Source: an optimization exercise on an open RTL-to-GDS flow (aim: small area, a short achievable clock period and few clock cycles per item). Production flows keep margins and buffers that such runs may drop. The RTL was checked by simulation tests, not by an equivalence proof against the original design.

==> exp/willow: inputs <==
Design fe_divsqrt, start of the top module:
module fe_divsqrt (
    input  wire        clk,
    input  wire        rst,       
    input  wire        start,
    input  wire        op,        
    input  wire [47:0] a,
    input  wire [47:0] b,
    input  wire [4:0]  ra,
    input  wire [4:0]  rb,
    output wire        ready,
    output reg         done,
    output wire [47:0] y,
    output wire [4:0]  ry,
    output reg         divz,
    output reg         sqneg,
    output reg         sat,
    output reg         rerr
);
    function [4:0] k_sub;
        input [4:0] r;
        begin
            k_sub = (r <= 5'd27) ? (5'd27 - r) : (5'd27 + 5'd31 - r);
        end
    endfunction
    function [4:0] k_add;
        input [4:0] r;
        begin
            k_add = (r <= 5'd2) ? (r + 5'd28) : (r - 5'd3);
        end
    endfunction
    localparam [1:0] S_IDLE = 2'd0, S_PREP = 2'd1, S_RUN = 2'd2, S_FIX = 2'd3;
    reg  [1:0]  st;
    reg  [1:0]  ph;            
    reg         op_r;
    reg         a_neg;
    reg         q_neg;
    reg         cin;
    reg  [4:0]  ka, kb;        
    reg  [4:0]  rs, rc;        
    reg         tsel;          
    reg  [6:0]  cnt;           
    reg         lead;          
    reg         ovf;           
    reg         f47;           
    reg         nzlow;         
    reg  [4:0]  acc;           
    reg         ysel_q;        
    reg         ysel_d;        
    reg         ycv;           
    reg         ycv47;         
  ...
Settings: LEC_CHECK=0, CAP_MARGIN=20, CORE_MARGIN=2, CORE_UTILIZATION=40, PLACE_DENSITY=0.6, SETUP_SLACK_MARGIN=5, SLEW_MARGIN=20; clock period 10.5 ns.
standard.sh (not shown) runs the stock make flow with config.mk's settings and CLKGATE_MAP_FILE= SYNTH_SCRIPT=/design/flow/synth_recipe.tcl, a recipe that flattens the netlist after the stock synthesis.
==> flow/flow/run.sh <==
#!/bin/bash
set -euo pipefail
bash standard.sh SETUP_SLACK_MARGIN=7 finish > flow_make.log 2>&1
==> exp/violet (differences from exp/willow) <==
--- a/flow/design.v
+++ b/flow/design.v
@@ -75,17 +75,18 @@
     reg         ovf;           
     reg         f47;           
     reg         nzlow;         
     reg  [4:0]  acc;           
     reg         ysel_q;        
     reg         ysel_d;        
     reg         ycv;           
     reg         ycv47;         
-    reg  [47:0] R, Q, D;
+    reg  [46:0] R;             
+    reg  [47:0] Q, D;
     assign ready = (st == S_IDLE);
     wire   idle  = (st == S_IDLE);
     wire   run   = (st == S_RUN);
     wire [47:0] C = {R[0], Q[47:1]};
     reg  [47:0] pre;
     integer k, l;
     always @(*) begin
         pre = C;
@@ -102,38 +103,39 @@
     wire [47:0] V = ~D;                  
     reg  [48:0] G;                       
     integer j;
     always @(*) begin
         G[48] = 1'b0;
         for (j = 47; j >= 0; j = j - 1)
             G[j] = G[j+1] | V[j];
     end
-    wire [55:0] Xs = {R, Q[47:40]};
+    wire [55:0] Xs = {1'b0, R, Q[47:40]};
     wire        div_skip = ~|(Xs & ~{8'd0, G[48:1]});
     wire        sq_skip  = lead && !R[0] && (Q[47:41] == 7'd0);
     wire        skip     = (cnt >= 7'd9) && !ovf && (op_r ? sq_skip : div_skip);
     wire [6:0]  pos      = cnt - 7'd1;   
     wire        last     = op_r ? (cnt == 7'd2) : (cnt == 7'd1);
     wire        sqf      = op_r || last;    
     wire        hi_ok    = !op_r && ok && (pos >= 7'd48);
     wire        p47_ok   = !op_r && ok && (pos == 7'd47);
     wire [4:0]  ts, tc;
     fe_res31 u_res (.x(tsel ? C : D), .k(tsel ? ka : kb), .s(ts), .c(tc));
     wire        rs0 = (rs == 5'd0) || (rs == 5'd31);
     wire        rc0 = (rc == 5'd0) || (rc == 5'd31);
     wire        rz  = (rc == ~rs) || (rs0 && rc0);
     wire [4:0]  acc2     = {acc[3:0], acc[4]};
-    wire [4:0]  acc_n    = (ok && acc2 == 5'd30) ? 5'd0 : acc2 + {4'd0, ok};
+    wire [4:0]  acc2p    = (acc2 == 5'd30) ? 5'd0 : acc2 + 5'd1;
+    wire [4:0]  acc_n    = ok ? acc2p : acc2;
     assign y[47]    = ycv47 | (ysel_q & C[47]);
     assign y[46:36] = {11{ycv}} | ({11{ysel_q}} & C[46:36]);
     assign y[35:0]  = {36{ycv}} | ({36{ysel_q}} & C[35:0]) | ({36{ysel_d}} & ~D[37:2]);
     assign ry = acc;
     wire        hold     = op_r && a_neg;   
-    wire        end_ovf  = ovf || hi_ok || (p47_ok && !q_neg);
+    wire        end_ovf  = ovf || (f47 && !q_neg);    
     always @(posedge clk) begin
         rs   <= ts;
         rc   <= tc;
         tsel <= idle;
         if (rst) begin
             st   <= S_IDLE;
             done <= 1'b0;
         end else begin
@@ -216,21 +218,21 @@
                 end else begin
                     acc    <= (acc == 5'd0) ? 5'd0 : ~acc;
                 end
             end
             endcase
         end
     end
     wire        take_z = run && ok && !skip;
-    wire [47:0] r_z    = sqf ? {Z[46:0], Q[46]} : Z;
-    wire [47:0] r_x    = idle ? {47'd0, a[47]} :
-                         !run ? {47'd0, negC[47]} :
-                         skip ? Xs[47:0] :
-                         sqf  ? {X[46:0], Q[46]} : X;
+    wire [46:0] r_z    = sqf ? {Z[45:0], Q[46]} : Z[46:0];
+    wire [46:0] r_x    = idle ? {46'd0, a[47]} :
+                         !run ? {46'd0, negC[47]} :
+                         skip ? Xs[46:0] :
+                         sqf  ? {X[45:0], Q[46]} : X[46:0];
     always @(posedge clk) begin
         R <= take_z ? r_z : r_x;
         if (idle)
             Q <= {a[46:0], 1'b0};
         else if (!run)
             Q <= {negC[46:0], 1'b0};
         else if (skip)
             Q <= {Q[39:0], 8'd0};
==> flow/flow/run.sh (replaced) <==
#!/bin/bash
set -euo pipefail
bash standard.sh SETUP_SLACK_MARGIN=6.5 finish > flow_make.log 2>&1
Settings changed: CORE_UTILIZATION 40 to 30, PLACE_DENSITY 0.6 to 0.5.
==> flow_metrics.tcl <==
set metrics [dict create \
    seqCellArea_um2 4810 \
    p_comb_frac 0.698 \
    rrSetupSlack_ns 6.56 \
    fin_util 0.361 \
    final_net_count 2423 \
    initial_core_util 0.303 \
    outcome "timing/DRC/antenna clean" \
    wl_met3_um 4950 \
    ys_top_cells_by_area "edfxtp_1, dfxtp_1, ha_1, nand2_1, fa_1" \
]
Source of the figures above: exp/violet

==> flow_metrics.tcl <==
set metrics [dict create \
    outcome "timing/DRC/antenna clean" \
    fin_util 0.532 \
    rrSetupSlack_ns 6.64 \
    wl_met3_um 8390 \
    initial_core_util 0.406 \
    final_net_count 2566 \
    p_comb_frac 0.713 \
]
Source of the figures above: exp/willow

Testbench counts of exp/willow, summed over its fixed seeds: cycles 95,016, items 3,200.
Testbench counts of exp/violet, summed over its fixed seeds: cycles 95,212, items 3,200.

## what the ideal ports hide
How much do the figures lean on ideal ports? The routed layouts below were timed once more, with nothing changed but the port constraints.
Step 1 sets driving cells, clkbuf_16 on the clock port and buf_2 on the other inputs (assumed; they add their load-dependent delay and slew).
Step 2 adds t to the input delays and takes it off the output delays; t is the mean of the earliest and latest rising clock arrival at the registers after step 1. Input paths then give back, and output paths get back, about the clock's delay inside the block.
Three values: no drivers, after step 1, after step 2; two values: the first two.
run | shift t [ns] | setup slack, ns | pins driven straight from the clock port
exp/willow | 0.532 | 6.506 / 6.450 / 6.425 | 1
exp/violet | 0.532 | 6.416 / 6.357 / 6.291 | 1
After both steps setup and hold are still met in every run listed. The setup slack of exp/violet, which loses most, moves by -0.059 ns with the drivers and by -0.125 ns with both steps.
